From an optimization exercise on the open Yosys and OpenROAD flow, aimed at small area; shortcuts taken in it are not production practice. Only simulation tests tie the RTL to the original design; equivalence was not proved.

==> flow/design.v <==
module lane_rank_cic (
    input  wire               clk,
    input  wire               rst,
    input  wire [3:0]         cfg_rank_taps,    
    input  wire [2:0]         cfg_cic_order,    
    input  wire               cfg_cic_m,        
    input  wire [16:0]        cfg_cic_ratio,    
    input  wire [17:0]        cfg_cic_gain,     
    input  wire [5:0]         cfg_cic_shift,    
    input  wire               in_valid,
    input  wire signed [15:0] in_data,
    output wire               out_valid,
    output wire signed [15:0] out_data,
    output wire               out_sat
);
    integer i, j, s;
    genvar gs, gj;
    wire take = in_valid & ~rst;
    wire l4   = |cfg_cic_ratio[16:2];           
    reg  [16:0] cnt;
    wire        strobe = (cnt == 17'd1);
    always @(posedge clk) begin
        if (rst)
            cnt <= 17'd1;
        else if (in_valid)
            cnt <= strobe ? cfg_cic_ratio : cnt - 17'd1;
    end
    reg  signed [15:0] win [0:8];        
    reg         [35:0] pb;               
    wire        [7:0]  le_new;           
    function integer pidx(input integer a, input integer b);
        pidx = b * (b - 1) / 2 + a;
    endfunction
    wire [15:0] nin = ~in_data;
    generate
        for (gj = 0; gj < 8; gj = gj + 1) begin : g_cmp
            lane_le u_le (.na(nin), .b(win[gj]), .le(le_new[gj]));
        end
    endgenerate
    always @(posedge clk) begin
        if (in_valid) begin
            for (i = 8; i > 0; i = i - 1)
                win[i] <= win[i-1];
            win[0] <= in_data;
            for (j = 1; j < 8; j = j + 1)
                for (i = 0; i < j; i = i + 1)
                    pb[pidx(i + 1, j + 1)] <= pb[pidx(i, j)];
            for (j = 0; j < 8; j = j + 1)
                pb[pidx(0, j + 1)] <= le_new[j];
        end
    end
    reg  [3:1] kr;
    always @(posedge clk)
        kr <= cfg_rank_taps[3:1];
    wire [8:0] inc = {{2{kr[3]}}, {2{kr[3] | kr[2] & kr[1]}}, {2{kr[3] | kr[2]}}, 3'b111};
    wire [2:0] half = kr;
    reg  [8*9-1:0] abits;
    wire [4*9-1:0] ahead;
    reg  [8:0]  sel;
    reg  signed [15:0] median;
    always @(*) begin
        for (j = 0; j < 9; j = j + 1)
            for (i = 0; i < 9; i = i + 1)
                if (i < j)
                    abits[8*j+i] = inc[i] & pb[pidx(i, j)];
                else if (i > j)
                    abits[8*j+i-1] = inc[i] & ~pb[pidx(j, i)];
    end
    generate
        for (gj = 0; gj < 9; gj = gj + 1) begin : g_pc
            lane_pop8 u_pc (.b(abits[8*gj +: 8]), .n(ahead[4*gj +: 4]));
        end
    endgenerate
    always @(*) begin
        median = 16'sd0;
        for (j = 0; j < 9; j = j + 1) begin
            sel[j] = inc[j] && ahead[4*j +: 4] == {1'b0, half};
            median = median | (win[j] & {16{sel[j]}});
        end
    end
    reg  [3:0]  vd;                  
    reg  [3:1]  sd;                  
    reg  [15:0] ig [1:5][0:3];
    reg  [2:0]  cy [1:5];            
    wire [5:2]  inj;                 
    assign inj[2] = cfg_cic_order == 3'd4;
    assign inj[3] = cfg_cic_order == 3'd3;
    assign inj[4] = cfg_cic_order == 3'd2;
    assign inj[5] = cfg_cic_order == 3'd1;
    localparam [5:1] INV = 5'b01010;   
    wire [16*20-1:0] isum;
    wire [20-1:0]    ico;
    generate
        for (gs = 1; gs <= 5; gs = gs + 1) begin : g_is
            for (gj = 0; gj < 4; gj = gj + 1) begin : g_ij
                wire [15:0] med = (gj == 0) ? median : {16{sd[gj]}};
                wire [15:0] add;             
                if (gs == 1) begin : b1
                    assign add = med & {16{vd[gj]}};
                end else begin : bn
                    wire [15:0] prev = isum[16*((gs-2)*4+gj) +: 16] ^ {16{INV[gs-1]}};
                    assign add = (inj[gs] ? med : prev) & {16{vd[gj]}};
                end
                lane_add16 u_add (
                    .a  (ig[gs][gj]),
                    .b  (add ^ {16{INV[gs]}}),
                    .ci ((gj == 0) ? INV[gs] : cy[gs][gj-1]),
                    .s  (isum[16*((gs-1)*4+gj) +: 16]),
                    .co (ico[(gs-1)*4+gj])
                );
            end
        end
    endgenerate
    always @(posedge clk) begin
        if (rst)
            vd <= 4'd0;
        else
            vd <= {vd[2:0], take};
        sd <= {sd[2:1], median[15]};
        for (s = 1; s <= 5; s = s + 1) begin
            for (j = 0; j < 4; j = j + 1)
                ig[s][j] <= isum[16*((s-1)*4+j) +: 16];
            cy[s] <= ico[(s-1)*4 +: 3];
        end
    end
    reg         ev;                  
    reg  [3:0]  pr;                  
    always @(posedge clk) begin
        if (rst) begin
            ev <= 1'b0;
            pr <= 4'd0;
        end else begin
            ev <= take & strobe;
            pr <= {pr[2:0], ev};
        end
    end
    wire proc  = pr[0] | pr[1] | (l4 & (pr[2] | pr[3]));
    wire plast = l4 ? pr[3] : pr[1];
    wire [15:0] dig = ({16{pr[0]}} & ig[5][0]) | ({16{pr[1]}} & ig[5][1]) |
                      ({16{l4 & pr[2]}} & ig[5][2]) | ({16{l4 & pr[3]}} & ig[5][3]);
    reg  [15:0] dl [1:5][0:7];
    reg  [5:1]  cw;                  
    wire [5:1]  cco;
    wire [16*6-1:0] u;               
    wire [5:1]  cact;                
    assign cact[1] = 1'b1;
    assign cact[2] = cfg_cic_order >= 3'd2;
    assign cact[3] = cfg_cic_order >= 3'd3;
    assign cact[4] = cfg_cic_order >= 3'd4;
    assign cact[5] = cfg_cic_order >= 3'd5;
    wire t0 = cfg_cic_m & l4;        
    wire t4 = cfg_cic_m ^ l4;        
    wire t6 = ~cfg_cic_m & ~l4;      
    assign u[15:0] = dig;
    generate
        for (gs = 1; gs <= 5; gs = gs + 1) begin : g_cs
            wire [15:0] nsub;            
            genvar gb;
            for (gb = 0; gb < 16; gb = gb + 1) begin : g_t
                lane_aoi222 u_t (
                    .s1 (t0 & cact[gs]), .a (dl[gs][0][gb]),
                    .s2 (t4 & cact[gs]), .b (dl[gs][4][gb]),
                    .s3 (t6 & cact[gs]), .c (dl[gs][6][gb]),
                    .y  (nsub[gb])
                );
            end
            lane_add16 u_sub (
                .a  (u[16*(gs-1) +: 16]),
                .b  (nsub),
                .ci (pr[0] | cw[gs]),
                .s  (u[16*gs +: 16]),
                .co (cco[gs])
            );
        end
    endgenerate
    always @(posedge clk) begin
        cw <= cco;
        if (proc) begin
            for (s = 1; s <= 5; s = s + 1) begin
                dl[s][7] <= u[16*(s-1) +: 16];
                for (i = 0; i < 7; i = i + 1)
                    dl[s][i] <= dl[s][i+1];
            end
        end
    end
    reg         yv, yfirst, ylast;
    reg  [15:0] yd;
    always @(posedge clk) begin
        if (rst)
            yv <= 1'b0;
        else
            yv <= proc;
        yfirst <= pr[0];
        ylast  <= plast;
        yd     <= u[16*5 +: 16];
    end
    reg  [19:0] g3;
    wire [19:0] g3n;
    wire [18:0] g3c;
    assign g3c[0] = 1'b0;
    generate
        for (gj = 0; gj < 18; gj = gj + 1) begin : g_g3
            lane_fa f (.a(cfg_cic_gain[gj]), .b((gj == 0) ? 1'b0 : cfg_cic_gain[gj-1]),
                       .c(g3c[gj]), .s(g3n[gj]), .co(g3c[gj+1]));
        end
    endgenerate
    lane_ha u_g3h (.a(cfg_cic_gain[17]), .b(g3c[18]), .s(g3n[18]), .co(g3n[19]));
    always @(posedge clk)
        g3 <= g3n;
    reg  [18:0] nhi;                 
    reg  [47:0] ndr;                 
    wire [34:0] nan;
    lane_mul u_mul (
        .yd   (yd),
        .sgn  (ylast & yd[15]),
        .g    (cfg_cic_gain),
        .g3   (g3),
        .nhin (nhi | {19{yfirst}}),
        .nan  (nan)
    );
    reg         xv;
    always @(posedge clk) begin
        if (rst)
            xv <= 1'b0;
        else
            xv <= yv & ylast;
        nhi <= nan[34:16];
        ndr <= {nan[15:0], ndr[47:16]};
    end
    wire [18:0] hi = ~nhi;
    wire [47:0] dr = ~ndr;
    wire [65:0] w   = {hi[17:0], dr};
    wire        neg = hi[17];
    wire [6:0]  sh  = {1'b0, cfg_cic_shift} + {1'b0, ~l4, 5'd0};
    wire [5:0]  cs = 6'd1 << sh[6:4];
    wire [98:0] wx = {{33{neg}}, w};
    reg  [32:0] v;
    always @(*)
        for (i = 0; i < 33; i = i + 1)
            v[i] = (cs[0] & wx[i]) | (cs[1] & wx[i+16]) | (cs[2] & wx[i+32]) |
                   (cs[3] & wx[i+48]) | (cs[4] & wx[i+64]) | (cs[5] & neg);
    wire [24:0] f8 = sh[3] ? v[32:8] : v[24:0];
    wire [20:0] f4 = sh[2] ? f8[24:4] : f8[20:0];
    wire [18:0] f2 = sh[1] ? f4[20:2] : f4[18:0];
    wire [17:0] q  = sh[0] ? f2[18:1] : f2[17:0];
    wire [3:0]  b4  = sh[3:0];
    wire        e49 = &(w[64:49] ~^ {16{neg}});
    wire        e33 = e49 & (&(w[48:33] ~^ {16{neg}}));
    wire        upper = (sh[6:4] == 3'd0) ? e33 : (sh[6:4] == 3'd1) ? e49 : 1'b1;
    reg  [15:0] mmsk;
    always @(*)
        for (i = 0; i < 16; i = i + 1)
            mmsk[i] = i >= b4;
    wire        fits = upper & ~|((v[32:17] ^ {16{neg}}) & mmsk);
    wire [18:0] z  = {q[17], q} + 19'd1;
    wire [17:0] ov = z[18:1];
    wire        over  = fits ? (~ov[17] & (ov[16] | ov[15])) : ~neg;
    wire        under = fits ? (ov[17] & ~(ov[16] & ov[15])) : neg;
    reg  [3:0]  qo;
    wire [4:0]  nm  = cfg_cic_m ? {1'b0, cfg_cic_order, 1'b0} : {2'b0, cfg_cic_order};
    wire [2:0]  km2 = cfg_rank_taps[2:0] - 3'd2;      
    wire        rs  = ~|cfg_cic_ratio[16:3];          
    wire [2:0]  r3  = cfg_cic_ratio[2:0];
    wire [2:0]  cc  = 3'd1 + {2'd0, rs & ({1'b0, km2} > {1'b0, r3})}
                           + {2'd0, rs & ({1'b0, km2} > {r3, 1'b0})}
                           + {2'd0, rs & ({2'b0, km2} > ({1'b0, r3, 1'b0} + {2'b0, r3}))};
    wire [4:0]  thr = nm + {2'd0, cc};
    wire        ok  = {1'b0, qo} >= thr;
    always @(posedge clk) begin
        if (rst)
            qo <= 4'd0;
        else if (xv && qo != 4'd15)
            qo <= qo + 4'd1;
    end
    assign out_valid = xv & ok;
    assign out_sat   = over | under;
    assign out_data  = over ? 16'sh7fff : under ? 16'sh8000 : ov[15:0];
endmodule
module lane_le (
    input  wire [15:0] na,
    input  wire [15:0] b,
    output wire        le
);
    wire [16:0] c;
    assign c[0] = 1'b1;
    assign c[1] = b[0] | na[0];
    genvar k;
    generate
        for (k = 1; k < 16; k = k + 1) begin : g_b
            if (k == 15) begin : s
                lane_maj m (.a(~b[k]), .b(~na[k]), .c(c[k]), .y(c[k+1]));
            end else begin : u
                lane_maj m (.a(b[k]), .b(na[k]), .c(c[k]), .y(c[k+1]));
            end
        end
    endgenerate
    assign le = c[16];
endmodule
module lane_maj (
    input  wire a,
    input  wire b,
    input  wire c,
    output wire y
);
    assign y = (a & b) | (a & c) | (b & c);
endmodule
module lane_pop8 (
    input  wire [7:0] b,
    output wire [3:0] n
);
    wire s1, c1, s2, c2, s3, c3, c4, s5, c5, c6;
    lane_fa f1 (.a(b[0]), .b(b[1]), .c(b[2]), .s(s1), .co(c1));
    lane_fa f2 (.a(b[3]), .b(b[4]), .c(b[5]), .s(s2), .co(c2));
    lane_fa f3 (.a(s1), .b(s2), .c(b[6]), .s(s3), .co(c3));
    lane_ha h4 (.a(s3), .b(b[7]), .s(n[0]), .co(c4));
    lane_fa f5 (.a(c1), .b(c2), .c(c3), .s(s5), .co(c5));
    lane_ha h6 (.a(s5), .b(c4), .s(n[1]), .co(c6));
    lane_ha h7 (.a(c5), .b(c6), .s(n[2]), .co(n[3]));
endmodule
module lane_add16 (
    input  wire [15:0] a,
    input  wire [15:0] b,
    input  wire        ci,
    output wire [15:0] s,
    output wire        co
);
    wire [16:0] c;
    assign c[0] = ci;
    assign co   = c[16];
    genvar k;
    generate
        for (k = 0; k < 16; k = k + 1) begin : g_b
            lane_fa f (.a(a[k]), .b(b[k]), .c(c[k]), .s(s[k]), .co(c[k+1]));
        end
    endgenerate
endmodule
module lane_fa (
    input  wire a,
    input  wire b,
    input  wire c,
    output wire s,
    output wire co
);
    assign s  = a ^ b ^ c;
    assign co = (a & b) | (a & c) | (b & c);
endmodule
module lane_ha (
    input  wire a,
    input  wire b,
    output wire s,
    output wire co
);
    assign s  = a ^ b;
    assign co = a & b;
endmodule
module lane_mul (
    input  wire [15:0] yd,
    input  wire        sgn,
    input  wire [17:0] g,
    input  wire [19:0] g3,
    input  wire [18:0] nhin,
    output wire [34:0] nan
);
    wire [19:0] g1 = {2'b00, g};
    wire [19:0] g2 = {1'b0, g, 1'b0};
    genvar j;
    wire [19:0] npr0;
    wire s1_0 = ~yd[1] & yd[0];
    wire s2_0 = yd[1] & ~yd[0];
    wire s3_0 = yd[1] & yd[0];
    generate
        for (j = 0; j < 20; j = j + 1) begin : g_p0
            lane_aoi222 u (.s1(s1_0), .a(g1[j]), .s2(s2_0), .b(g2[j]), .s3(s3_0), .c(g3[j]), .y(npr0[j]));
        end
    endgenerate
    wire [19:0] npr1;
    wire s1_1 = ~yd[3] & yd[2];
    wire s2_1 = yd[3] & ~yd[2];
    wire s3_1 = yd[3] & yd[2];
    generate
        for (j = 0; j < 20; j = j + 1) begin : g_p1
            lane_aoi222 u (.s1(s1_1), .a(g1[j]), .s2(s2_1), .b(g2[j]), .s3(s3_1), .c(g3[j]), .y(npr1[j]));
        end
    endgenerate
    wire [19:0] npr2;
    wire s1_2 = ~yd[5] & yd[4];
    wire s2_2 = yd[5] & ~yd[4];
    wire s3_2 = yd[5] & yd[4];
    generate
        for (j = 0; j < 20; j = j + 1) begin : g_p2
            lane_aoi222 u (.s1(s1_2), .a(g1[j]), .s2(s2_2), .b(g2[j]), .s3(s3_2), .c(g3[j]), .y(npr2[j]));
        end
    endgenerate
    wire [19:0] npr3;
    wire s1_3 = ~yd[7] & yd[6];
    wire s2_3 = yd[7] & ~yd[6];
    wire s3_3 = yd[7] & yd[6];
    generate
        for (j = 0; j < 20; j = j + 1) begin : g_p3
            lane_aoi222 u (.s1(s1_3), .a(g1[j]), .s2(s2_3), .b(g2[j]), .s3(s3_3), .c(g3[j]), .y(npr3[j]));
        end
    endgenerate
    wire [19:0] npr4;
    wire s1_4 = ~yd[9] & yd[8];
    wire s2_4 = yd[9] & ~yd[8];
    wire s3_4 = yd[9] & yd[8];
    generate
        for (j = 0; j < 20; j = j + 1) begin : g_p4
            lane_aoi222 u (.s1(s1_4), .a(g1[j]), .s2(s2_4), .b(g2[j]), .s3(s3_4), .c(g3[j]), .y(npr4[j]));
        end
    endgenerate
    wire [19:0] npr5;
    wire s1_5 = ~yd[11] & yd[10];
    wire s2_5 = yd[11] & ~yd[10];
    wire s3_5 = yd[11] & yd[10];
    generate
        for (j = 0; j < 20; j = j + 1) begin : g_p5
            lane_aoi222 u (.s1(s1_5), .a(g1[j]), .s2(s2_5), .b(g2[j]), .s3(s3_5), .c(g3[j]), .y(npr5[j]));
        end
    endgenerate
    wire [19:0] npr6;
    wire s1_6 = ~yd[13] & yd[12];
    wire s2_6 = yd[13] & ~yd[12];
    wire s3_6 = yd[13] & yd[12];
    generate
        for (j = 0; j < 20; j = j + 1) begin : g_p6
            lane_aoi222 u (.s1(s1_6), .a(g1[j]), .s2(s2_6), .b(g2[j]), .s3(s3_6), .c(g3[j]), .y(npr6[j]));
        end
    endgenerate
    wire [19:0] npr7;
    wire s1_7 = ~yd[15] & yd[14];
    wire s2_7 = yd[15] & ~yd[14];
    wire s3_7 = yd[15] & yd[14];
    generate
        for (j = 0; j < 20; j = j + 1) begin : g_p7
            lane_aoi222 u (.s1(s1_7), .a(g1[j]), .s2(s2_7), .b(g2[j]), .s3(s3_7), .c(g3[j]), .y(npr7[j]));
        end
    endgenerate
    wire m1, m2;
    lane_fa fm1 (.a(npr0[16]), .b(npr1[14]), .c(npr2[12]), .s(m1), .co(m2));
    wire m3, m4;
    lane_fa fm3 (.a(npr0[17]), .b(npr1[15]), .c(npr2[13]), .s(m3), .co(m4));
    wire m5, m6;
    lane_fa fm5 (.a(npr0[18]), .b(npr1[16]), .c(npr2[14]), .s(m5), .co(m6));
    wire m7, m8;
    lane_fa1 hm7 (.a(npr0[19]), .b(npr1[17]), .s(m7), .co(m8));
    wire m9, m10;
    lane_fa1 hm9 (.a(npr0[10]), .b(npr1[8]), .s(m9), .co(m10));
    wire m11, m12;
    lane_fa fm11 (.a(npr0[11]), .b(npr1[9]), .c(npr2[7]), .s(m11), .co(m12));
    wire m13, m14;
    lane_fa fm13 (.a(npr0[12]), .b(npr1[10]), .c(npr2[8]), .s(m13), .co(m14));
    wire m15, m16;
    lane_fa1 hm15 (.a(npr3[6]), .b(npr4[4]), .s(m15), .co(m16));
    wire m17, m18;
    lane_fa fm17 (.a(npr0[13]), .b(npr1[11]), .c(npr2[9]), .s(m17), .co(m18));
    wire m19, m20;
    lane_fa fm19 (.a(npr3[7]), .b(npr4[5]), .c(npr5[3]), .s(m19), .co(m20));
    wire m21, m22;
    lane_fa fm21 (.a(npr0[14]), .b(npr1[12]), .c(npr2[10]), .s(m21), .co(m22));
    wire m23, m24;
    lane_fa fm23 (.a(npr3[8]), .b(npr4[6]), .c(npr5[4]), .s(m23), .co(m24));
    wire m25, m26;
    lane_fa1 hm25 (.a(npr6[2]), .b(npr7[0]), .s(m25), .co(m26));
    wire m27, m28;
    lane_fa fm27 (.a(npr0[15]), .b(npr1[13]), .c(npr2[11]), .s(m27), .co(m28));
    wire m29, m30;
    lane_fa fm29 (.a(npr3[9]), .b(npr4[7]), .c(npr5[5]), .s(m29), .co(m30));
    wire m31, m32;
    lane_fa fm31 (.a(npr6[3]), .b(npr7[1]), .c(nhin[15]), .s(m31), .co(m32));
    wire m33, m34;
    lane_fa fm33 (.a(npr3[10]), .b(npr4[8]), .c(npr5[6]), .s(m33), .co(m34));
    wire m35, m36;
    lane_fa fm35 (.a(npr6[4]), .b(npr7[2]), .c(~(sgn & ~g[0])), .s(m35), .co(m36));
    wire m37, m38;
    lane_fa fm37 (.a(~sgn), .b(nhin[16]), .c(m1), .s(m37), .co(m38));
    wire m39, m40;
    lane_fa fm39 (.a(npr3[11]), .b(npr4[9]), .c(npr5[7]), .s(m39), .co(m40));
    wire m41, m42;
    lane_fa fm41 (.a(npr6[5]), .b(npr7[3]), .c(~(sgn & ~g[1])), .s(m41), .co(m42));
    wire m43, m44;
    lane_fa fm43 (.a(nhin[17]), .b(m3), .c(m2), .s(m43), .co(m44));
    wire m45, m46;
    lane_fa fm45 (.a(npr3[12]), .b(npr4[10]), .c(npr5[8]), .s(m45), .co(m46));
    wire m47, m48;
    lane_fa fm47 (.a(npr6[6]), .b(npr7[4]), .c(~(sgn & ~g[2])), .s(m47), .co(m48));
    wire m49, m50;
    lane_fa fm49 (.a(nhin[18]), .b(m5), .c(m4), .s(m49), .co(m50));
    wire m51, m52;
    lane_fa fm51 (.a(npr2[15]), .b(npr3[13]), .c(npr4[11]), .s(m51), .co(m52));
    wire m53, m54;
    lane_fa fm53 (.a(npr5[9]), .b(npr6[7]), .c(npr7[5]), .s(m53), .co(m54));
    wire m55, m56;
    lane_fa fm55 (.a(~(sgn & ~g[3])), .b(m7), .c(m6), .s(m55), .co(m56));
    wire m57, m58;
    lane_fa fm57 (.a(npr1[18]), .b(npr2[16]), .c(npr3[14]), .s(m57), .co(m58));
    wire m59, m60;
    lane_fa fm59 (.a(npr4[12]), .b(npr5[10]), .c(npr6[8]), .s(m59), .co(m60));
    wire m61, m62;
    lane_fa fm61 (.a(npr7[6]), .b(~(sgn & ~g[4])), .c(m8), .s(m61), .co(m62));
    wire m63, m64;
    lane_fa fm63 (.a(npr1[19]), .b(npr2[17]), .c(npr3[15]), .s(m63), .co(m64));
    wire m65, m66;
    lane_fa fm65 (.a(npr4[13]), .b(npr5[11]), .c(npr6[9]), .s(m65), .co(m66));
    wire m67, m68;
    lane_fa1 hm67 (.a(npr7[7]), .b(~(sgn & ~g[5])), .s(m67), .co(m68));
    wire m69, m70;
    lane_fa fm69 (.a(npr2[18]), .b(npr3[16]), .c(npr4[14]), .s(m69), .co(m70));
    wire m71, m72;
    lane_fa fm71 (.a(npr5[12]), .b(npr6[10]), .c(npr7[8]), .s(m71), .co(m72));
    wire m73, m74;
    lane_fa fm73 (.a(npr2[19]), .b(npr3[17]), .c(npr4[15]), .s(m73), .co(m74));
    wire m75, m76;
    lane_fa1 hm75 (.a(npr5[13]), .b(npr6[11]), .s(m75), .co(m76));
    wire m77, m78;
    lane_fa fm77 (.a(npr3[18]), .b(npr4[16]), .c(npr5[14]), .s(m77), .co(m78));
    wire m79, m80;
    lane_fa1 hm79 (.a(npr3[19]), .b(npr4[17]), .s(m79), .co(m80));
    wire m81, m82;
    lane_fa1 hm81 (.a(npr0[6]), .b(npr1[4]), .s(m81), .co(m82));
    wire m83, m84;
    lane_fa fm83 (.a(npr0[7]), .b(npr1[5]), .c(npr2[3]), .s(m83), .co(m84));
    wire m85, m86;
    lane_fa fm85 (.a(npr0[8]), .b(npr1[6]), .c(npr2[4]), .s(m85), .co(m86));
    wire m87, m88;
    lane_fa1 hm87 (.a(npr3[2]), .b(npr4[0]), .s(m87), .co(m88));
    wire m89, m90;
    lane_fa fm89 (.a(npr0[9]), .b(npr1[7]), .c(npr2[5]), .s(m89), .co(m90));
    wire m91, m92;
    lane_fa fm91 (.a(npr3[3]), .b(npr4[1]), .c(nhin[9]), .s(m91), .co(m92));
    wire m93, m94;
    lane_fa fm93 (.a(npr2[6]), .b(npr3[4]), .c(npr4[2]), .s(m93), .co(m94));
    wire m95, m96;
    lane_fa fm95 (.a(npr5[0]), .b(nhin[10]), .c(m9), .s(m95), .co(m96));
    wire m97, m98;
    lane_fa fm97 (.a(npr3[5]), .b(npr4[3]), .c(npr5[1]), .s(m97), .co(m98));
    wire m99, m100;
    lane_fa fm99 (.a(nhin[11]), .b(m11), .c(m10), .s(m99), .co(m100));
    wire m101, m102;
    lane_fa fm101 (.a(npr5[2]), .b(npr6[0]), .c(nhin[12]), .s(m101), .co(m102));
    wire m103, m104;
    lane_fa fm103 (.a(m13), .b(m15), .c(m12), .s(m103), .co(m104));
    wire m105, m106;
    lane_fa fm105 (.a(npr6[1]), .b(nhin[13]), .c(m17), .s(m105), .co(m106));
    wire m107, m108;
    lane_fa fm107 (.a(m19), .b(m14), .c(m16), .s(m107), .co(m108));
    wire m109, m110;
    lane_fa fm109 (.a(nhin[14]), .b(m21), .c(m23), .s(m109), .co(m110));
    wire m111, m112;
    lane_fa fm111 (.a(m25), .b(m18), .c(m20), .s(m111), .co(m112));
    wire m113, m114;
    lane_fa fm113 (.a(m27), .b(m29), .c(m31), .s(m113), .co(m114));
    wire m115, m116;
    lane_fa fm115 (.a(m22), .b(m24), .c(m26), .s(m115), .co(m116));
    wire m117, m118;
    lane_fa fm117 (.a(m33), .b(m35), .c(m37), .s(m117), .co(m118));
    wire m119, m120;
    lane_fa fm119 (.a(m28), .b(m30), .c(m32), .s(m119), .co(m120));
    wire m121, m122;
    lane_fa fm121 (.a(m39), .b(m41), .c(m43), .s(m121), .co(m122));
    wire m123, m124;
    lane_fa fm123 (.a(m34), .b(m36), .c(m38), .s(m123), .co(m124));
    wire m125, m126;
    lane_fa fm125 (.a(m45), .b(m47), .c(m49), .s(m125), .co(m126));
    wire m127, m128;
    lane_fa fm127 (.a(m40), .b(m42), .c(m44), .s(m127), .co(m128));
    wire m129, m130;
    lane_fa fm129 (.a(m51), .b(m53), .c(m55), .s(m129), .co(m130));
    wire m131, m132;
    lane_fa fm131 (.a(m46), .b(m48), .c(m50), .s(m131), .co(m132));
    wire m133, m134;
    lane_fa fm133 (.a(m57), .b(m59), .c(m61), .s(m133), .co(m134));
    wire m135, m136;
    lane_fa fm135 (.a(m52), .b(m54), .c(m56), .s(m135), .co(m136));
    wire m137, m138;
    lane_fa fm137 (.a(m63), .b(m65), .c(m67), .s(m137), .co(m138));
    wire m139, m140;
    lane_fa fm139 (.a(m58), .b(m60), .c(m62), .s(m139), .co(m140));
    wire m141, m142;
    lane_fa fm141 (.a(~(sgn & ~g[6])), .b(m69), .c(m71), .s(m141), .co(m142));
    wire m143, m144;
    lane_fa fm143 (.a(m64), .b(m66), .c(m68), .s(m143), .co(m144));
    wire m145, m146;
    lane_fa fm145 (.a(npr7[9]), .b(~(sgn & ~g[7])), .c(m73), .s(m145), .co(m146));
    wire m147, m148;
    lane_fa fm147 (.a(m75), .b(m70), .c(m72), .s(m147), .co(m148));
    wire m149, m150;
    lane_fa fm149 (.a(npr6[12]), .b(npr7[10]), .c(~(sgn & ~g[8])), .s(m149), .co(m150));
    wire m151, m152;
    lane_fa fm151 (.a(m77), .b(m74), .c(m76), .s(m151), .co(m152));
    wire m153, m154;
    lane_fa fm153 (.a(npr5[15]), .b(npr6[13]), .c(npr7[11]), .s(m153), .co(m154));
    wire m155, m156;
    lane_fa fm155 (.a(~(sgn & ~g[9])), .b(m79), .c(m78), .s(m155), .co(m156));
    wire m157, m158;
    lane_fa fm157 (.a(npr4[18]), .b(npr5[16]), .c(npr6[14]), .s(m157), .co(m158));
    wire m159, m160;
    lane_fa fm159 (.a(npr7[12]), .b(~(sgn & ~g[10])), .c(m80), .s(m159), .co(m160));
    wire m161, m162;
    lane_fa fm161 (.a(npr4[19]), .b(npr5[17]), .c(npr6[15]), .s(m161), .co(m162));
    wire m163, m164;
    lane_fa1 hm163 (.a(npr7[13]), .b(~(sgn & ~g[11])), .s(m163), .co(m164));
    wire m165, m166;
    lane_fa fm165 (.a(npr5[18]), .b(npr6[16]), .c(npr7[14]), .s(m165), .co(m166));
    wire m167, m168;
    lane_fa1 hm167 (.a(npr5[19]), .b(npr6[17]), .s(m167), .co(m168));
    wire m169, m170;
    lane_fa1 hm169 (.a(npr0[4]), .b(npr1[2]), .s(m169), .co(m170));
    wire m171, m172;
    lane_fa fm171 (.a(npr0[5]), .b(npr1[3]), .c(npr2[1]), .s(m171), .co(m172));
    wire m173, m174;
    lane_fa fm173 (.a(npr2[2]), .b(npr3[0]), .c(nhin[6]), .s(m173), .co(m174));
    wire m175, m176;
    lane_fa fm175 (.a(npr3[1]), .b(nhin[7]), .c(m83), .s(m175), .co(m176));
    wire m177, m178;
    lane_fa fm177 (.a(nhin[8]), .b(m85), .c(m87), .s(m177), .co(m178));
    wire m179, m180;
    lane_fa fm179 (.a(m89), .b(m91), .c(m86), .s(m179), .co(m180));
    wire m181, m182;
    lane_fa fm181 (.a(m93), .b(m95), .c(m90), .s(m181), .co(m182));
    wire m183, m184;
    lane_fa fm183 (.a(m97), .b(m99), .c(m94), .s(m183), .co(m184));
    wire m185, m186;
    lane_fa fm185 (.a(m101), .b(m103), .c(m98), .s(m185), .co(m186));
    wire m187, m188;
    lane_fa fm187 (.a(m105), .b(m107), .c(m102), .s(m187), .co(m188));
    wire m189, m190;
    lane_fa fm189 (.a(m109), .b(m111), .c(m106), .s(m189), .co(m190));
    wire m191, m192;
    lane_fa fm191 (.a(m113), .b(m115), .c(m110), .s(m191), .co(m192));
    wire m193, m194;
    lane_fa fm193 (.a(m117), .b(m119), .c(m114), .s(m193), .co(m194));
    wire m195, m196;
    lane_fa fm195 (.a(m121), .b(m123), .c(m118), .s(m195), .co(m196));
    wire m197, m198;
    lane_fa fm197 (.a(m125), .b(m127), .c(m122), .s(m197), .co(m198));
    wire m199, m200;
    lane_fa fm199 (.a(m129), .b(m131), .c(m126), .s(m199), .co(m200));
    wire m201, m202;
    lane_fa fm201 (.a(m133), .b(m135), .c(m130), .s(m201), .co(m202));
    wire m203, m204;
    lane_fa fm203 (.a(m137), .b(m139), .c(m134), .s(m203), .co(m204));
    wire m205, m206;
    lane_fa fm205 (.a(m141), .b(m143), .c(m138), .s(m205), .co(m206));
    wire m207, m208;
    lane_fa fm207 (.a(m145), .b(m147), .c(m142), .s(m207), .co(m208));
    wire m209, m210;
    lane_fa fm209 (.a(m149), .b(m151), .c(m146), .s(m209), .co(m210));
    wire m211, m212;
    lane_fa fm211 (.a(m153), .b(m155), .c(m150), .s(m211), .co(m212));
    wire m213, m214;
    lane_fa fm213 (.a(m157), .b(m159), .c(m154), .s(m213), .co(m214));
    wire m215, m216;
    lane_fa fm215 (.a(m161), .b(m163), .c(m158), .s(m215), .co(m216));
    wire m217, m218;
    lane_fa fm217 (.a(~(sgn & ~g[12])), .b(m165), .c(m162), .s(m217), .co(m218));
    wire m219, m220;
    lane_fa fm219 (.a(npr7[15]), .b(~(sgn & ~g[13])), .c(m167), .s(m219), .co(m220));
    wire m221, m222;
    lane_fa fm221 (.a(npr6[18]), .b(npr7[16]), .c(~(sgn & ~g[14])), .s(m221), .co(m222));
    wire m223, m224;
    lane_fa1 hm223 (.a(npr6[19]), .b(npr7[17]), .s(m223), .co(m224));
    wire m225, m226;
    lane_fa1 hm225 (.a(npr0[2]), .b(npr1[0]), .s(m225), .co(m226));
    wire m227, m228;
    lane_fa fm227 (.a(npr0[3]), .b(npr1[1]), .c(nhin[3]), .s(m227), .co(m228));
    wire m229, m230;
    lane_fa fm229 (.a(npr2[0]), .b(nhin[4]), .c(m169), .s(m229), .co(m230));
    wire m231, m232;
    lane_fa fm231 (.a(nhin[5]), .b(m171), .c(m170), .s(m231), .co(m232));
    wire m233, m234;
    lane_fa fm233 (.a(m81), .b(m173), .c(m172), .s(m233), .co(m234));
    wire m235, m236;
    lane_fa fm235 (.a(m82), .b(m175), .c(m174), .s(m235), .co(m236));
    wire m237, m238;
    lane_fa fm237 (.a(m84), .b(m177), .c(m176), .s(m237), .co(m238));
    wire m239, m240;
    lane_fa fm239 (.a(m88), .b(m179), .c(m178), .s(m239), .co(m240));
    wire m241, m242;
    lane_fa fm241 (.a(m92), .b(m181), .c(m180), .s(m241), .co(m242));
    wire m243, m244;
    lane_fa fm243 (.a(m96), .b(m183), .c(m182), .s(m243), .co(m244));
    wire m245, m246;
    lane_fa fm245 (.a(m100), .b(m185), .c(m184), .s(m245), .co(m246));
    wire m247, m248;
    lane_fa fm247 (.a(m104), .b(m187), .c(m186), .s(m247), .co(m248));
    wire m249, m250;
    lane_fa fm249 (.a(m108), .b(m189), .c(m188), .s(m249), .co(m250));
    wire m251, m252;
    lane_fa fm251 (.a(m112), .b(m191), .c(m190), .s(m251), .co(m252));
    wire m253, m254;
    lane_fa fm253 (.a(m116), .b(m193), .c(m192), .s(m253), .co(m254));
    wire m255, m256;
    lane_fa fm255 (.a(m120), .b(m195), .c(m194), .s(m255), .co(m256));
    wire m257, m258;
    lane_fa fm257 (.a(m124), .b(m197), .c(m196), .s(m257), .co(m258));
    wire m259, m260;
    lane_fa fm259 (.a(m128), .b(m199), .c(m198), .s(m259), .co(m260));
    wire m261, m262;
    lane_fa fm261 (.a(m132), .b(m201), .c(m200), .s(m261), .co(m262));
    wire m263, m264;
    lane_fa fm263 (.a(m136), .b(m203), .c(m202), .s(m263), .co(m264));
    wire m265, m266;
    lane_fa fm265 (.a(m140), .b(m205), .c(m204), .s(m265), .co(m266));
    wire m267, m268;
    lane_fa fm267 (.a(m144), .b(m207), .c(m206), .s(m267), .co(m268));
    wire m269, m270;
    lane_fa fm269 (.a(m148), .b(m209), .c(m208), .s(m269), .co(m270));
    wire m271, m272;
    lane_fa fm271 (.a(m152), .b(m211), .c(m210), .s(m271), .co(m272));
    wire m273, m274;
    lane_fa fm273 (.a(m156), .b(m213), .c(m212), .s(m273), .co(m274));
    wire m275, m276;
    lane_fa fm275 (.a(m160), .b(m215), .c(m214), .s(m275), .co(m276));
    wire m277, m278;
    lane_fa fm277 (.a(m164), .b(m217), .c(m216), .s(m277), .co(m278));
    wire m279, m280;
    lane_fa fm279 (.a(m166), .b(m219), .c(m218), .s(m279), .co(m280));
    wire m281, m282;
    lane_fa fm281 (.a(m168), .b(m221), .c(m220), .s(m281), .co(m282));
    wire m283, m284;
    lane_fa fm283 (.a(~(sgn & ~g[15])), .b(m223), .c(m222), .s(m283), .co(m284));
    wire m285, m286;
    lane_fa fm285 (.a(npr7[18]), .b(~(sgn & ~g[16])), .c(m224), .s(m285), .co(m286));
    wire m287, m288;
    lane_fa1 hm287 (.a(npr7[19]), .b(~(sgn & ~g[17])), .s(m287), .co(m288));
    wire [34:0] ra = {~sgn, m287, m285, m283, m281, m279, m277, m275, m273, m271, m269, m267, m265, m263, m261, m259, m257, m255, m253, m251, m249, m247, m245, m243, m241, m239, m237, m235, m233, m231, m229, m227, nhin[2], npr0[1], npr0[0]};
    wire [34:0] rb = {m288, m286, m284, m282, m280, m278, m276, m274, m272, m270, m268, m266, m264, m262, m260, m258, m256, m254, m252, m250, m248, m246, m244, m242, m240, m238, m236, m234, m232, m230, m228, m226, m225, nhin[1], nhin[0]};
    wire [16:0] lo;
    wire [19:0] h0, h1;
    wire [18:0] s0, s1;
    lane_fa1 l0 (.a(ra[0]), .b(rb[0]), .s(nan[0]), .co(lo[1]));
    lane_fa1 c0 (.a(ra[16]), .b(rb[16]), .s(s0[0]), .co(h0[1]));
    lane_ha  c1 (.a(ra[16]), .b(rb[16]), .s(s1[0]), .co(h1[1]));
    genvar k;
    generate
        for (k = 1; k < 16; k = k + 1) begin : g_lo
            lane_fa f (.a(ra[k]), .b(rb[k]), .c(lo[k]), .s(nan[k]), .co(lo[k+1]));
        end
        for (k = 1; k < 19; k = k + 1) begin : g_hi
            lane_fa f0 (.a(ra[k+16]), .b(rb[k+16]), .c(h0[k]), .s(s0[k]), .co(h0[k+1]));
            lane_fa f1 (.a(ra[k+16]), .b(rb[k+16]), .c(h1[k]), .s(s1[k]), .co(h1[k+1]));
        end
    endgenerate
    assign nan[34:16] = lo[16] ? s0 : s1;
endmodule
module lane_fa1 (
    input  wire a,
    input  wire b,
    output wire s,
    output wire co
);
    assign s  = ~(a ^ b);
    assign co = a | b;
endmodule
module lane_aoi222 (
    input  wire s1,
    input  wire a,
    input  wire s2,
    input  wire b,
    input  wire s3,
    input  wire c,
    output wire y
);
    assign y = ~((s1 & a) | (s2 & b) | (s3 & c));
endmodule
==> flow/run.sh <==
#!/bin/bash
# synth_recipe.tcl (not shown) runs the flow's synth.tcl, then flattens the netlist and writes it again
# the make line also repeats each setting of config.mk as NAME=value (left out here)
make -C /OpenROAD-flow-scripts/flow DESIGN_CONFIG=/design/flow/config.mk WORK_HOME=/design/flow/orfs CLKGATE_MAP_FILE= SYNTH_SCRIPT=/design/flow/synth_recipe.tcl finish
==> flow/config.mk <==
export PLATFORM = sky130hd
export DESIGN_NAME = lane_rank_cic
export DESIGN_NICKNAME = lane_rank_cic
export VERILOG_FILES = /design/flow/design.v
export SDC_FILE = /design/flow/constraint.sdc
export NUM_CORES = 4
export LEC_CHECK = 0
export CAP_MARGIN = 20
export CORE_MARGIN = 2
export CORE_UTILIZATION = 40
export CTS_CLUSTER_DIAMETER = 100
export CTS_CLUSTER_SIZE = 26
export SLEW_MARGIN = 20
export SYNTH_HIERARCHICAL = 1
export SYNTH_MINIMUM_KEEP_SIZE = 0
==> flow/constraint.sdc <==
create_clock -name core_clock -period 16.0 [get_ports {clk}]
set_input_delay 3.2000 -clock core_clock [delete_from_list [all_inputs] [get_ports {clk}]]
set_output_delay 3.2000 -clock core_clock [all_outputs]
set_load 0.01 [all_outputs]
==> results of run 1 <==
## modules after synthesis (local to each module, per instance), excerpt
| module | cell area [um^2] | copies in the design | cells inside |
|---|---|---|---|
| lane_fa | 20.0 | 634 | 1 |
| lane_mul | 563 | 1 | 66 |
| lane_maj | 11.3 | 120 | 1 |
| lane_fa1 | 27.5 | 17 | 5 |
| lane_ha | 12.5 | 29 | 1 |
| lane_le | 13.8 | 8 | 3 |
## path summary, 6_finish.rpt
| path | startpoint | end | slack, ps | depth (start not counted) |
|---|---|---|---|---|
| setup reg to reg | kr[1] | ig[16][15] | 1570 | 42 |
| setup / recovery | kr[1] | ig[16][15] | 1570 | 42 |
| hold reg to reg | ndr[22] | ndr[6] | 350 | 0 |
| hold / removal | ndr[22] | ndr[6] | 350 | 0 |
## worst reg2reg max path, delay by kind of cell, from the launching register on
kind | cells | cell delay, ps
mux | 1 | 280
fa+ha+maj | 25 | 10550
buf+inv | 2 | 500
compound gates | 7 | 1320
flops | 1 | 800
simple gates | 7 | 860
## synth_stat cells (all sizes together) (10+ instances only)
master    n
o21ai   159
inv     139
nand2   204
o221ai   10
a31oi    15
o22ai    24
maj3    121
nand3    38
and2     36
mux4     11
or2      38
a22oi    27
ha       69
nand2b   24
and3     35
mux2     51
a222oi  288
o32ai    12
xor2     23
nor2b   158
clkbuf  121
xnor2    13
nand4    14
fa      637
nor2    117
a21oi   154
nor4     25
edfxtp  820
o32a     11
a211oi   17
buf      35
mux2i    13
nor3     31
o211ai   43
dfxtp   483
## routing by layer
metal	vias up	track usage	part of all wire
li1	15917	-	-
met1	18040	0.264	0.45
met2	1321	0.268	0.45
met4	2	0.0412	0.022
met5	-	0	0.000087
met3	189	0.0253	0.071
## registers in the layout, summed over array words and instances (netlist names), 5 cells and up
name / cells
cy: 15
dl: 640
ig: 320
nhi: 19
win: 144
ndr: 48
g3: 20
pb: 36
cnt: 17
cw: 5
yd: 16
## per-stage QoR
step	utilization	setup slack (ps)	hold slack, ps
3_5_place_dp	0.428	984	358
4_1_cts	0.440	1410	350
6_report	0.440	1570	353
5_1_grt	0.440	882	358
2_1_floorplan	-	2310	339
3_3_place_gp	0.428	1180	349
## final cells by class
| type | instances | area share |
|---|---|---|
| Inverter | 142 | 0.00785 |
| Antenna cell | 1 | 0.0000368 |
| Sequential cell | 1303 | 0.505 |
| Tap cell | 2044 | 0.0377 |
| Clock buffer | 93 | 0.0239 |
| Multi-Input combinational cell | 2589 | 0.397 |
| Timing Repair Buffer | 193 | 0.0253 |
| Clock inverter | 12 | 0.00276 |
## kinds of logic after synthesis
logic type      count (synthesis)  share of synthesized area
other cells                     3                   0.000181
compound gates                844                      0.104
flops                        1303                      0.551
fa+ha+maj                     827                      0.241
mux                            75                     0.0159
xor+xnor                       36                    0.00506
buf+inv                       298                     0.0193
simple gates                  768                     0.0646
==> flow_summary.json, run 1 <==
{
  "start_util": 0.403,
  "io_pins": 86,
  "multi_input_area_um2": 27000,
  "maxCapViolCount": 0,
  "drt_iter0_drc": 5015,
  "final.setup.tns_ps": 0,
  "nFillCells": 13779,
  "layout-drive-gt1-share": 0.102,
  "fp-row-count": 144,
  "netlist_instances": 4154,
  "cp_data_required_time_ps": 16620,
  "die-height_um": 399,
  "layout_commonest_cell": "edfxtp_1",
  "stdcell_count": 6377,
  "gp_congestion": 0.919,
  "syn-mean-instance-area_um2": 15.0,
  "tightest_slew_ps": 1080,
  "cts_setup_buffers": 0,
  "grt_pass1_vias": 36258,
  "cp_slowest_cell": "dfxtp_1",
  "vias": 35469,
  "wl_per_cell_um": 21.6,
  "insertion_delay_ps": 740,
  "wl_um": 138000,
  "cts-root-buf": "clkbuf_16",
  "ctsLongestPathBuffers": 3,
  "ys_seq_elements": 1303,
  "hpwlAfterDp_um": 97200,
  "synth_cell_types": 97,
  "hold_viol": 0,
  "synth.yosys.seq_area_share": 0.551,
  "drt_pass1_iterations": 13,
  "cts_resized": 0,
  "period_needed_ps": 14430,
  "synth_top_area_frac": 0.395,
  "setup-violations-final": 0,
  "synth_warnings": 15,
  "run_status": "timing/DRC/antenna clean",
  "cp_top_family": "adder cells",
  "die_area_um2": 159000,
  "async_flop_share": 0,
  "clkSinkCount": 1303,
  "layout.nets": 5062,
  "max_freq_mhz": 69.3,
  "rsz0062_at_grt": "false",
  "ant_nets": 0,
  "grt_pass1_wl_um": 219000,
  "core-area_um2": 154000,
  "place_area_um2": 66100,
  "cp_num_buf_inv": 2,
  "end_kind": "flip-flop",
  "cts_max_level": 2,
  "synth_edf_count": 820,
  "ys_top_cells_by_area": "edfxtp_1 (40%), fa_1 (20%), dfxtp_1 (16%)",
  "critPathLaunchType": "flip-flop",
  "grt_overflow": 0,
  "min_path_type": "flip-flop to flip-flop",
  "grtUsageTotal": 0.175,
  "vias_per_cell": 5.56,
  "synthFlopType": "edfxtp_1",
  "io_buffer_count": 85,
  "crit_type": "flip-flop to flip-flop",
  "grt_max_degree": 209,
  "min_period_over_period": 0.902,
  "timing.critical_path.mode_cell": "fa_1",
  "cp_max_fo": 16,
  "cts_tree": "built",
  "die_x_um": 399,
  "synth_top_area_cell": "edfxtp_1",
  "dpl.cell_count": 6270,
  "drc": 0,
  "cts_made_buffers": 59,
  "syn_area_um2": 62300,
  "cts.reportedPaths.clkPinSlew_ps": 110,
  "final_cell_mix": "edfxtp_1 (820), fa_1 (636), dfxtp_1 (482)",
  "ctsHoldBuffers": 0,
  "fin_area_um2": 67900,
  "maxSlewViolCount": 0,
  "arrival_ps": 15050,
  "slowest_delay_ps": 800,
  "area_delta_synth_final_pct": 9.06,
  "fin_skew_ps": 59.4,
  "slew_headroom": 0.279,
  "antenna_found_initial": 3,
  "seqCellArea_um2": 34300
}
==> run 2, diff against run 1 <==
--- a/flow/design.v
+++ b/flow/design.v
@@ -80,4 +80,6 @@
     end
     reg  [3:0]  vd;                  
+    reg  [3:0]  dd;                  
+    reg         ls;                  
     reg  [3:1]  sd;                  
     reg  [15:0] ig [1:5][0:3];
@@ -102,11 +104,21 @@
                     assign add = (inj[gs] ? med : prev) & {16{vd[gj]}};
                 end
-                lane_add16 u_add (
-                    .a  (ig[gs][gj]),
-                    .b  (add ^ {16{INV[gs]}}),
-                    .ci ((gj == 0) ? INV[gs] : cy[gs][gj-1]),
-                    .s  (isum[16*((gs-1)*4+gj) +: 16]),
-                    .co (ico[(gs-1)*4+gj])
-                );
+                wire [15:0] fb = (gs == 5) ? ig[gs][gj] & ~{16{dd[gj] & vd[gj]}} : ig[gs][gj];
+                if (gj == 0) begin : c0
+                    lane_add16k #(.CI(INV[gs])) u_add (
+                        .a  (fb),
+                        .b  (add ^ {16{INV[gs]}}),
+                        .s  (isum[16*((gs-1)*4+gj) +: 16]),
+                        .co (ico[(gs-1)*4+gj])
+                    );
+                end else begin : cn
+                    lane_add16 u_add (
+                        .a  (fb),
+                        .b  (add ^ {16{INV[gs]}}),
+                        .ci (cy[gs][gj-1]),
+                        .s  (isum[16*((gs-1)*4+gj) +: 16]),
+                        .co (ico[(gs-1)*4+gj])
+                    );
+                end
             end
         end
@@ -118,4 +130,7 @@
             vd <= {vd[2:0], take};
         sd <= {sd[2:1], median[15]};
+        dd <= {dd[2:0], ls};
+        if (take)
+            ls <= strobe;
         for (s = 1; s <= 5; s = s + 1) begin
             for (j = 0; j < 4; j = j + 1)
@@ -139,10 +154,10 @@
     wire [15:0] dig = ({16{pr[0]}} & ig[5][0]) | ({16{pr[1]}} & ig[5][1]) |
                       ({16{l4 & pr[2]}} & ig[5][2]) | ({16{l4 & pr[3]}} & ig[5][3]);
-    reg  [15:0] dl [1:5][0:7];
+    reg  [15:0] dl1 [0:3];
+    reg  [15:0] dl [2:5][0:7];
     reg  [5:1]  cw;                  
     wire [5:1]  cco;
     wire [16*6-1:0] u;               
-    wire [5:1]  cact;                
-    assign cact[1] = 1'b1;
+    wire [5:2]  cact;                
     assign cact[2] = cfg_cic_order >= 3'd2;
     assign cact[3] = cfg_cic_order >= 3'd3;
@@ -153,6 +168,14 @@
     wire t6 = ~cfg_cic_m & ~l4;      
     assign u[15:0] = dig;
+    wire [15:0] add1 = ({16{cfg_cic_m & l4}} & dl1[0]) | ({16{cfg_cic_m & ~l4}} & dl1[2]);
+    lane_add16 u_add1 (
+        .a  (dig),
+        .b  (add1),
+        .ci (~pr[0] & cw[1]),
+        .s  (u[31:16]),
+        .co (cco[1])
+    );
     generate
-        for (gs = 1; gs <= 5; gs = gs + 1) begin : g_cs
+        for (gs = 2; gs <= 5; gs = gs + 1) begin : g_cs
             wire [15:0] nsub;            
             genvar gb;
@@ -177,5 +200,8 @@
         cw <= cco;
         if (proc) begin
-            for (s = 1; s <= 5; s = s + 1) begin
+            dl1[3] <= dig;
+            for (i = 0; i < 3; i = i + 1)
+                dl1[i] <= dl1[i+1];
+            for (s = 2; s <= 5; s = s + 1) begin
                 dl[s][7] <= u[16*(s-1) +: 16];
                 for (i = 0; i < 7; i = i + 1)
@@ -199,8 +225,15 @@
     wire [18:0] g3c;
     assign g3c[0] = 1'b0;
+    assign g3n[0] = cfg_cic_gain[0];
+    assign g3c[1] = 1'b0;
     generate
-        for (gj = 0; gj < 18; gj = gj + 1) begin : g_g3
-            lane_fa f (.a(cfg_cic_gain[gj]), .b((gj == 0) ? 1'b0 : cfg_cic_gain[gj-1]),
-                       .c(g3c[gj]), .s(g3n[gj]), .co(g3c[gj+1]));
+        for (gj = 1; gj < 18; gj = gj + 1) begin : g_g3
+            if (gj == 1) begin : h
+                lane_ha f (.a(cfg_cic_gain[1]), .b(cfg_cic_gain[0]),
+                           .s(g3n[1]), .co(g3c[2]));
+            end else begin : f
+                lane_fa f (.a(cfg_cic_gain[gj]), .b(cfg_cic_gain[gj-1]),
+                           .c(g3c[gj]), .s(g3n[gj]), .co(g3c[gj+1]));
+            end
         end
     endgenerate
@@ -335,4 +368,23 @@
     endgenerate
 endmodule
+module lane_add16k #(
+    parameter CI = 1'b0
+) (
+    input  wire [15:0] a,
+    input  wire [15:0] b,
+    output wire [15:0] s,
+    output wire        co
+);
+    wire [16:0] c;
+    assign co = c[16];
+    assign s[0] = a[0] ^ b[0] ^ CI;
+    assign c[1] = CI ? (a[0] | b[0]) : (a[0] & b[0]);
+    genvar k;
+    generate
+        for (k = 1; k < 16; k = k + 1) begin : g_b
+            lane_fa f (.a(a[k]), .b(b[k]), .c(c[k]), .s(s[k]), .co(c[k+1]));
+        end
+    endgenerate
+endmodule
 module lane_fa (
     input  wire a,
@@ -369,72 +421,96 @@
     wire s2_0 = yd[1] & ~yd[0];
     wire s3_0 = yd[1] & yd[0];
+    lane_aoi22 u_p0_0 (.s1(s1_0), .a(g1[0]), .s2(s3_0), .b(g3[0]), .y(npr0[0]));
     generate
-        for (j = 0; j < 20; j = j + 1) begin : g_p0
+        for (j = 1; j < 18; j = j + 1) begin : g_p0
             lane_aoi222 u (.s1(s1_0), .a(g1[j]), .s2(s2_0), .b(g2[j]), .s3(s3_0), .c(g3[j]), .y(npr0[j]));
         end
     endgenerate
+    lane_aoi22 u_p0_18 (.s1(s2_0), .a(g2[18]), .s2(s3_0), .b(g3[18]), .y(npr0[18]));
+    assign npr0[19] = ~(s3_0 & g3[19]);
     wire [19:0] npr1;
     wire s1_1 = ~yd[3] & yd[2];
     wire s2_1 = yd[3] & ~yd[2];
     wire s3_1 = yd[3] & yd[2];
+    lane_aoi22 u_p1_0 (.s1(s1_1), .a(g1[0]), .s2(s3_1), .b(g3[0]), .y(npr1[0]));
     generate
-        for (j = 0; j < 20; j = j + 1) begin : g_p1
+        for (j = 1; j < 18; j = j + 1) begin : g_p1
             lane_aoi222 u (.s1(s1_1), .a(g1[j]), .s2(s2_1), .b(g2[j]), .s3(s3_1), .c(g3[j]), .y(npr1[j]));
         end
     endgenerate
+    lane_aoi22 u_p1_18 (.s1(s2_1), .a(g2[18]), .s2(s3_1), .b(g3[18]), .y(npr1[18]));
+    assign npr1[19] = ~(s3_1 & g3[19]);
     wire [19:0] npr2;
     wire s1_2 = ~yd[5] & yd[4];
     wire s2_2 = yd[5] & ~yd[4];
     wire s3_2 = yd[5] & yd[4];
+    lane_aoi22 u_p2_0 (.s1(s1_2), .a(g1[0]), .s2(s3_2), .b(g3[0]), .y(npr2[0]));
     generate
-        for (j = 0; j < 20; j = j + 1) begin : g_p2
+        for (j = 1; j < 18; j = j + 1) begin : g_p2
             lane_aoi222 u (.s1(s1_2), .a(g1[j]), .s2(s2_2), .b(g2[j]), .s3(s3_2), .c(g3[j]), .y(npr2[j]));
         end
     endgenerate
+    lane_aoi22 u_p2_18 (.s1(s2_2), .a(g2[18]), .s2(s3_2), .b(g3[18]), .y(npr2[18]));
+    assign npr2[19] = ~(s3_2 & g3[19]);
     wire [19:0] npr3;
     wire s1_3 = ~yd[7] & yd[6];
     wire s2_3 = yd[7] & ~yd[6];
     wire s3_3 = yd[7] & yd[6];
+    lane_aoi22 u_p3_0 (.s1(s1_3), .a(g1[0]), .s2(s3_3), .b(g3[0]), .y(npr3[0]));
     generate
-        for (j = 0; j < 20; j = j + 1) begin : g_p3
+        for (j = 1; j < 18; j = j + 1) begin : g_p3
             lane_aoi222 u (.s1(s1_3), .a(g1[j]), .s2(s2_3), .b(g2[j]), .s3(s3_3), .c(g3[j]), .y(npr3[j]));
         end
     endgenerate
+    lane_aoi22 u_p3_18 (.s1(s2_3), .a(g2[18]), .s2(s3_3), .b(g3[18]), .y(npr3[18]));
+    assign npr3[19] = ~(s3_3 & g3[19]);
     wire [19:0] npr4;
     wire s1_4 = ~yd[9] & yd[8];
     wire s2_4 = yd[9] & ~yd[8];
     wire s3_4 = yd[9] & yd[8];
+    lane_aoi22 u_p4_0 (.s1(s1_4), .a(g1[0]), .s2(s3_4), .b(g3[0]), .y(npr4[0]));
     generate
-        for (j = 0; j < 20; j = j + 1) begin : g_p4
+        for (j = 1; j < 18; j = j + 1) begin : g_p4
             lane_aoi222 u (.s1(s1_4), .a(g1[j]), .s2(s2_4), .b(g2[j]), .s3(s3_4), .c(g3[j]), .y(npr4[j]));
         end
     endgenerate
+    lane_aoi22 u_p4_18 (.s1(s2_4), .a(g2[18]), .s2(s3_4), .b(g3[18]), .y(npr4[18]));
+    assign npr4[19] = ~(s3_4 & g3[19]);
     wire [19:0] npr5;
     wire s1_5 = ~yd[11] & yd[10];
     wire s2_5 = yd[11] & ~yd[10];
     wire s3_5 = yd[11] & yd[10];
+    lane_aoi22 u_p5_0 (.s1(s1_5), .a(g1[0]), .s2(s3_5), .b(g3[0]), .y(npr5[0]));
     generate
-        for (j = 0; j < 20; j = j + 1) begin : g_p5
+        for (j = 1; j < 18; j = j + 1) begin : g_p5
             lane_aoi222 u (.s1(s1_5), .a(g1[j]), .s2(s2_5), .b(g2[j]), .s3(s3_5), .c(g3[j]), .y(npr5[j]));
         end
     endgenerate
+    lane_aoi22 u_p5_18 (.s1(s2_5), .a(g2[18]), .s2(s3_5), .b(g3[18]), .y(npr5[18]));
+    assign npr5[19] = ~(s3_5 & g3[19]);
     wire [19:0] npr6;
     wire s1_6 = ~yd[13] & yd[12];
     wire s2_6 = yd[13] & ~yd[12];
     wire s3_6 = yd[13] & yd[12];
+    lane_aoi22 u_p6_0 (.s1(s1_6), .a(g1[0]), .s2(s3_6), .b(g3[0]), .y(npr6[0]));
     generate
-        for (j = 0; j < 20; j = j + 1) begin : g_p6
+        for (j = 1; j < 18; j = j + 1) begin : g_p6
             lane_aoi222 u (.s1(s1_6), .a(g1[j]), .s2(s2_6), .b(g2[j]), .s3(s3_6), .c(g3[j]), .y(npr6[j]));
         end
     endgenerate
+    lane_aoi22 u_p6_18 (.s1(s2_6), .a(g2[18]), .s2(s3_6), .b(g3[18]), .y(npr6[18]));
+    assign npr6[19] = ~(s3_6 & g3[19]);
     wire [19:0] npr7;
     wire s1_7 = ~yd[15] & yd[14];
     wire s2_7 = yd[15] & ~yd[14];
     wire s3_7 = yd[15] & yd[14];
+    lane_aoi22 u_p7_0 (.s1(s1_7), .a(g1[0]), .s2(s3_7), .b(g3[0]), .y(npr7[0]));
     generate
-        for (j = 0; j < 20; j = j + 1) begin : g_p7
+        for (j = 1; j < 18; j = j + 1) begin : g_p7
             lane_aoi222 u (.s1(s1_7), .a(g1[j]), .s2(s2_7), .b(g2[j]), .s3(s3_7), .c(g3[j]), .y(npr7[j]));
         end
     endgenerate
+    lane_aoi22 u_p7_18 (.s1(s2_7), .a(g2[18]), .s2(s3_7), .b(g3[18]), .y(npr7[18]));
+    assign npr7[19] = ~(s3_7 & g3[19]);
     wire m1, m2;
     lane_fa fm1 (.a(npr0[16]), .b(npr1[14]), .c(npr2[12]), .s(m1), .co(m2));
@@ -754,4 +830,13 @@
     assign co = a | b;
 endmodule
+module lane_aoi22 (
+    input  wire s1,
+    input  wire a,
+    input  wire s2,
+    input  wire b,
+    output wire y
+);
+    assign y = ~((s1 & a) | (s2 & b));
+endmodule
 module lane_aoi222 (
     input  wire s1,
--- a/flow/config.mk
+++ b/flow/config.mk
@@ -8,7 +8,7 @@
 export CAP_MARGIN = 20
 export CORE_MARGIN = 2
-export CORE_UTILIZATION = 40
+export CORE_UTILIZATION = 60
 export CTS_CLUSTER_DIAMETER = 100
-export CTS_CLUSTER_SIZE = 26
+export CTS_CLUSTER_SIZE = 27
 export SLEW_MARGIN = 20
 export SYNTH_HIERARCHICAL = 1
==> run 2 against run 1 <==
  * Die area is 34% lower
  * Fmax is 2.1% higher
  * Highest routed layer unchanged
  * Core utilization is 21 points higher
  * Worst setup slack better by 300 ps
  * Synthesized area is 2.0% lower
  * Via count is 0.70% lower
==> flow_summary.json, run 2 <==
{
  "timing.critical_path.mode_cell": "fa_1",
  "setup-violations-final": 0,
  "critPathLaunchType": "flip-flop",
  "wl_per_cell_um": 23.9,
  "cp_num_cells": 40,
  "dpl.cell_count": 5586,
  "netlist_instances": 4205,
  "nFillCells": 7472,
  "area_delta_synth_final_pct": 7.06,
  "end_kind": "flip-flop",
  "synth.yosys.seq_area_share": 0.532,
  "cp_data_required_time_ps": 16570,
  "stdcell_count": 5683,
  "cts_max_level": 2,
  "cp_max_fo": 16,
  "r2r-start": "kr[2]",
  "grt_max_degree": 187,
  "hold_viol": 0,
  "syn-mean-instance-area_um2": 14.5,
  "vias_per_cell": 6.20,
  "fin_area_um2": 65300,
  "gp_congestion": 0.936,
  "cts-root-buf": "clkbuf_16",
  "yosysMostFrequentCell": "edfxtp_1",
  "max_freq_mhz": 70.8,
  "largestRegisters": "dl (512), ig (320), win (144)",
  "final_cell_mix": "edfxtp_1 (757), fa_1 (629), dfxtp_1 (486)",
  "insertion_delay_ps": 720,
  "hold_depth": 0,
  "ant_nets": 0,
  "io_pins": 86,
  "drc": 0,
  "ys_top_cells_by_area": "edfxtp_1 (37%), fa_1 (21%), dfxtp_1 (16%)",
  "final.setup.tns_ps": 0,
  "layout-drive-gt1-share": 0.0986,
  "worstHoldStart": "ls",
  "cts_resized": 0,
  "ys_top_cells_by_count": "edfxtp_1 (757), fa_1 (630), dfxtp_1 (487)",
  "ctsHoldBuffers": 0,
  "drt_iter0_drc": 4329,
  "use_met2": 0.409,
  "hpwlAfterDp_um": 95900,
  "synth_top_area_cell": "edfxtp_1",
  "start_util": 0.607,
  "tightest_slew_ps": 1070,
  "grt_use_met3": 0.0423,
  "cts_made_buffers": 53,
  "grt_pass1_wl_um": 215000,
  "cts.reportedPaths.clkPinSlew_ps": 110,
  "wl_um": 136000,
  "fp-row-count": 116,
  "gr-usage-met1": 0.410,
  "cts_tree": "built",
  "min_period_over_period": 0.883,
  "core-area_um2": 100000,
  "grt_overflow": 0,
  "io_buffer_count": 85,
  "synth_cell_types": 99,
  "synth_top_area_frac": 0.373,
  "drt_pass1_iterations": 17,
  "run_status": "timing/DRC/antenna clean",
  "largest_register_ffs": 512,
  "die_area_um2": 104000,
  "antenna_found_initial": 7,
  "maxCapViolCount": 0,
  "ctsLongestPathBuffers": 3,
  "min_path_type": "flip-flop to flip-flop",
  "cts_setup_buffers": 0,
  "synthFlopType": "edfxtp_1",
  "cp_num_buf_inv": 1,
  "r2r_cells": 40,
  "die-height_um": 323,
  "slowest_delay_ps": 790,
  "die_x_um": 323,
  "vias": 35222,
  "r2r_setup_slack_ps": 1870,
  "slew_headroom": 0.281,
  "period_needed_ps": 14130,
  "syn_area_um2": 61000,
  "top_register": "dl",
  "place_area_um2": 63700,
  "grt.busiest_layer": "met1",
  "fin_skew_ps": 40.9,
  "async_flop_share": 0,
  "rsz0062_at_grt": "false",
  "cp_slowest_cell": "dfxtp_1",
  "synth_warnings": 17,
  "clkSinkCount": 1244,
  "crit_type": "flip-flop to flip-flop",
  "r2r_end": "ig[16][15]",
  "ys_seq_elements": 1244,
  "cp_top_family": "adder cells",
  "synth_edf_count": 757,
  "grtUsageTotal": 0.268,
  "hold_end": "dd[0]",
  "maxSlewViolCount": 0,
  "arrival_ps": 14700,
  "layout.nets": 5058,
  "cp-startpoint": "kr[2]",
  "layout_commonest_cell": "edfxtp_1",
  "grt_pass1_vias": 36204
}
## run 2: stage by stage
stage	utilization	hold WS, ps	setup slack (ps)
2_1_floorplan	-	323	2480
3_3_place_gp	0.634	330	1440
3_5_place_dp	0.634	336	1350
4_1_cts	0.650	358	1810
5_1_grt	0.650	366	1170
6_report	0.650	359	1870
## run 2: per-layer routing
metal / routed length, um / vias to the layer above
li1: - / 15767
met1: 61300 / 17931
met2: 62100 / 1328
met3: 9950 / 192
met4: 2610 / 4
met5: 23 / -
## run 2: area by class of cell
class                      count  area [um^2]  area share
antenna                        4         10.0    0.000153
clock inverter                 8          165     0.00253
multi-input combinational   2634        27200       0.417
tap                         1357         1700      0.0260
clock buffer                  85         1450      0.0221
sequential                  1244        32500       0.497
inverter                     156          586     0.00897
timing repair buffer         195         1690      0.0259
## run 2: cells by family after synthesis
| group | Yosys count | share of synthesized area |
|---|---|---|
| fa+ha+maj | 826 | 0.244 |
| buf+inv | 327 | 0.0225 |
| simple gates | 872 | 0.0765 |
| compound gates | 815 | 0.103 |
| flops | 1244 | 0.532 |
| xor+xnor | 40 | 0.00574 |
| mux | 81 | 0.0154 |
## run 2: how the worst max path moves through the flow
| stage | end |
|---|---|
| 2_1_floorplan | ig[16][15] |
| 3_3_place_gp | nhi[18] |
| 3_5_place_dp | yd[15] |
| 4_1_cts | ig[16][15] |
| 5_1_grt | ig[16][15] |
| 6_report | ig[16][15] |
## run 2: per-module statistics from Yosys, one instance, submodules excluded, a selection
module	flip-flops and latches	cell area, um^2
lane_mul	0	603
lane_maj	0	11.3
lane_fa	0	20.0
lane_ha	0	12.5
lane_le	0	13.8
lane_fa1	0	27.5
lane_aoi222	0	10.0
lane_aoi22	0	12.5
lane_rank_cic	1244	43200

[port drivers added, routing unchanged]
No port has a modelled driver above. Below, the same layouts with a new extraction and two added sets of constraints. Step 1 (the two cells are an assumption about what drives the block):
set clk [get_ports {clk}]
set_driving_cell -lib_cell sky130_fd_sc_hd__clkbuf_16 $clk
set_driving_cell -lib_cell sky130_fd_sc_hd__buf_2 [delete_from_list [all_inputs] $clk]
Step 2, shift: input delay + t, output delay - t, t = (earliest + latest rising clock arrival at the registers) / 2. This alone moves slack from input paths to output paths. Slacks: ideal ports / drivers / drivers and shift; pairs: ideal ports / drivers.
run | shift t [ns] | setup WS [ns] | worst setup path at the end | worst register clock-pin slew, ns
run 1 | 0.793 | 1.575 / 1.575 / 0.932 | input to register | 0.11 / 0.11
run 2 | 0.764 | 1.872 / 1.872 / 1.300 | input to register | 0.11 / 0.11
After both steps every run listed still meets setup and hold. The setup slack of run 1, which loses most, moves by 0.000 ns with the drivers and by -0.643 ns with both steps.
